Background: an optimization exercise with open tools, aiming at small area. Do not read the settings as production practice. In this exercise RTL edits were held to simulation tests only and were not proved equivalent to the original. Power figures rest on the tool's default switching activity, not on a simulated workload.

Design jomen_matcher, start of the top module:
module jomen_matcher (
    input  wire        clk,
    input  wire        rst,           
    input  wire        drop,          
    input  wire        chip_valid,    
    input  wire        chip,
    input  wire [5:0]  cfg_sync,      
    input  wire        cfg_sync_tol,  
    input  wire [1:0]  cfg_correct,   
    output wire        sync_found,
    output wire        word_valid,
    output wire        word_ok,
    output wire [12:0] word_code,
    output wire [2:0]  word_reason,
    output wire [1:0]  word_errors,
    output wire        word_sync_err
);
For scale: roughly 650 cells after synthesis, about 43 flip-flops, roughly 36 I/O pins, ~0.0049 mm² of cells after synthesis.
export LEC_CHECK = 0
export CAP_MARGIN = 20
export CORE_MARGIN = 2
export CORE_UTILIZATION = 40
export SLEW_MARGIN = 20
create_clock -name core_clock -period 20.0 [get_ports {clk}]
standard.sh (not shown) runs the stock make flow with config.mk's settings and CLKGATE_MAP_FILE= SYNTH_SCRIPT=/design/flow/synth_recipe.tcl, a recipe that flattens the netlist after the stock synthesis.
==> flow/flow/run.sh <==
#!/bin/bash
# Layout flow: the standard ORFS flow, except that synthesis maps the
# logic with an area-oriented ABC script (deep AIG optimisation, then area
# recovery in the mapper) and without Yosys's adder extraction, and port
# buffers use the smallest buffer cell. Everything else (registers, their
# names and cell types, floorplan, power grid, CTS, routing) is the standard
# flow's. Each tool's output goes to a log file in this folder.
set -euo pipefail
W=$PWD
FLOWDIR=$W/flow

# Synthesis script: ORFS's synth.tcl with only the ABC script replaced.
sed -e "s#log_cmd abc {\*}\$abc_args#log_cmd abc {*}[lreplace \$abc_args 1 1 $FLOWDIR/abc_deep.script]#" \
    "$FLOW_HOME/scripts/synth.tcl" > "$W/own_synth.tcl"
grep -q "abc_deep.script" "$W/own_synth.tcl"
sed -e "s#source \$::env(SCRIPTS_DIR)/synth.tcl#source $W/own_synth.tcl#" \
    "$W/synth_recipe.tcl" > "$W/own_synth_recipe.tcl"
grep -q "own_synth.tcl" "$W/own_synth_recipe.tcl"

make -C "$FLOW_HOME" DESIGN_CONFIG="$W/config.mk" WORK_HOME="$W/orfs" CLKGATE_MAP_FILE= \
    SYNTH_SCRIPT="$W/own_synth_recipe.tcl" ADDER_MAP_FILE= synth > "$W/synth.log" 2>&1

# The rest of the standard flow, on that netlist.
bash "$W/standard.sh" BUFFER_PORTS_ARGS="-buffer_cell sky130_fd_sc_hd__buf_1" finish > "$W/layout.log" 2>&1
test -f "$W/out/final.def"
==> flow/flow/abc_deep.script <==
&get -n
&st
&deepsyn -T 60
&dch -f
&nf -R 1000
&put
topo
stime -c
upsize -c
dnsize -c
Then changed:
==> flow/run.sh (new file) <==
#!/bin/bash
# synth_recipe.tcl (not shown) runs the flow's synth.tcl, then flattens the netlist and writes it again
# the make line also repeats each setting of config.mk as NAME=value (left out here)
make -C /OpenROAD-flow-scripts/flow DESIGN_CONFIG=/design/flow/config.mk WORK_HOME=/design/flow/orfs CLKGATE_MAP_FILE= SYNTH_SCRIPT=/design/flow/synth_recipe.tcl finish
removed: flow/flow/run.sh
removed: flow/flow/abc_deep.script
removed: flow/standard.sh
Effect: The changed run went through all stages and came out clean; register-to-register slack barely changes; count of clock-buffer cells in the layout came out lower by 1; die area came out higher by 38%; routed wire length came out higher by 46%; worst setup slack is better by 0.0047 ns.

* * *

Another version of the RTL of jomen_matcher (not shown whole).
Size: about 36 I/O pins, roughly 4100 sq um of cells after synthesis.
clock: 20.0 ns
lec_check: 0
cap_margin: 20
core_margin: 2
core_utilization: 40
slew_margin: 20
==> flow/flow/run.sh <==
#!/bin/bash
# Layout flow: the standard ORFS flow, except that synthesis maps the
# logic with an area-oriented ABC script (deep AIG optimisation, then area
# recovery in the mapper, no upsizing) and without Yosys's adder extraction,
# port buffers use the smallest buffer cell, and clock tree synthesis uses
# clkbuf_8 buffers without dummy loads. Everything else (registers, their
# names and cell types, floorplan, power grid, routing) is the standard
# flow's. Each tool's output goes to a log file in this folder.
set -euo pipefail
W=$PWD
FLOWDIR=$W/flow

# Synthesis script: ORFS's synth.tcl with only the ABC script replaced.
sed -e "s#log_cmd abc {\*}\$abc_args#log_cmd abc {*}[lreplace \$abc_args 1 1 $FLOWDIR/abc_deep.script]#" \
    "$FLOW_HOME/scripts/synth.tcl" > "$W/own_synth.tcl"
grep -q "abc_deep.script" "$W/own_synth.tcl"
sed -e "s#source \$::env(SCRIPTS_DIR)/synth.tcl#source $W/own_synth.tcl#" \
    "$W/synth_recipe.tcl" > "$W/own_synth_recipe.tcl"
grep -q "own_synth.tcl" "$W/own_synth_recipe.tcl"

make -C "$FLOW_HOME" DESIGN_CONFIG="$W/config.mk" WORK_HOME="$W/orfs" CLKGATE_MAP_FILE= \
    SYNTH_SCRIPT="$W/own_synth_recipe.tcl" ADDER_MAP_FILE= synth > "$W/synth.log" 2>&1

# The rest of the standard flow, on that netlist.
bash "$W/standard.sh" BUFFER_PORTS_ARGS="-buffer_cell sky130_fd_sc_hd__buf_1" \
    CTS_ARGS="-sink_clustering_enable -repair_clock_nets -dont_use_dummy_load -buf_list sky130_fd_sc_hd__clkbuf_8 -root_buf sky130_fd_sc_hd__clkbuf_8" finish > "$W/layout.log" 2>&1
test -f "$W/out/final.def"
==> flow/flow/abc_deep.script <==
&get -n
&st
&deepsyn -J 100 -T 900
&dch -f
&nf -R 1000
&put
topo
stime -c
dnsize -c
==> next run, changes <==
--- a/flow/flow/run.sh
+++ b/flow/flow/run.sh
@@ -1,5 +1,6 @@
 #!/bin/bash
 # Layout flow: the standard ORFS flow, except that synthesis maps the
-# logic with an area-oriented ABC script (deep AIG optimisation, then area
+# logic with an area-oriented ABC script (two rounds of deep AIG optimisation
+# with different seeds, then area
 # recovery in the mapper, no upsizing) and without Yosys's adder extraction,
 # port buffers use the smallest buffer cell, and clock tree synthesis uses
==> flow/flow/abc_deep.script (replaced) <==
&get -n
&st
&deepsyn -J 100 -T 900
&deepsyn -J 100 -T 900 -S 1
&dch -f
&nf -R 1000
&put
topo
stime -c
dnsize -c
Settings changed: GPL_TIMING_DRIVEN set to 0.
Effect:
- clock skew stays flat
- routed wire length drops by 3.6%
- utilization climbs by 0.54 points
- total power climbs by about 60%
- area after synthesis drops by 1.5%
- worst hold slack improves by 10 ps
- fmax shrinks by 5.5%
==> next run, changes <==
Settings changed: CORE_UTILIZATION 40 to 65.
After rerunning: Register-to-register slack gains 100 ps. Clock skew is lower by 5.3 ps. Sequential share of layout area is higher by 0.46 points. Synthesized cell count is unchanged. Worst setup slack gains 230 ps. Combinational power hardly moves.
==> next run, changes <==
Settings changed: CORE_UTILIZATION 65 to 40, GPL_TIMING_DRIVEN 0 to not set.
After rerunning:
- The changed run passed the timing, DRC and antenna checks
- power came out higher by about 0.3%
- sequential power barely changes
- sequential share of layout area came out lower by 0.60 points
- cell area came out higher by 2.2%
- first-iteration DRC count came out lower by about 18%
- synthesized area stays the same

-- afterwards: timing with drivers on the ports --
Ports are ideal in the flow. The routed layouts listed here were re-timed in OpenROAD.
Step 1 (the two cells are an assumption about what drives the block):
set clk [get_ports {clk}]
set_driving_cell -lib_cell sky130_fd_sc_hd__clkbuf_16 $clk
set_driving_cell -lib_cell sky130_fd_sc_hd__buf_2 [delete_from_list [all_inputs] $clk]
Step 2 also shifts input and output timing later by t, the mid clock arrival at the registers, as if the neighbouring blocks saw the same clock.
Slacks: ideal ports / drivers / drivers and shift; pairs: ideal ports / drivers.
run | t, ns | setup WS [ns] | worst setup path at the end
the first run of note 1 | 0.307 | 7.351 / 7.316 / 7.623 | register to output
the second run of note 1 | 0.310 | 7.355 / 7.323 / 7.633 | register to output
the first run of note 2 | 0.322 | 5.648 / 5.603 / 5.603 | input to output
the second run of note 2 | 0.329 | 4.819 / 4.789 / 4.789 | input to output
the third run of note 2 | 0.324 | 5.049 / 5.026 / 5.026 | input to output
the fourth run of note 2 | 0.330 | 5.900 / 5.869 / 5.869 | input to output
After both steps every run listed still meets setup and hold. The setup slack of the first run of note 2, which loses most, moves by -0.045 ns with the drivers and by -0.045 ns with both steps.
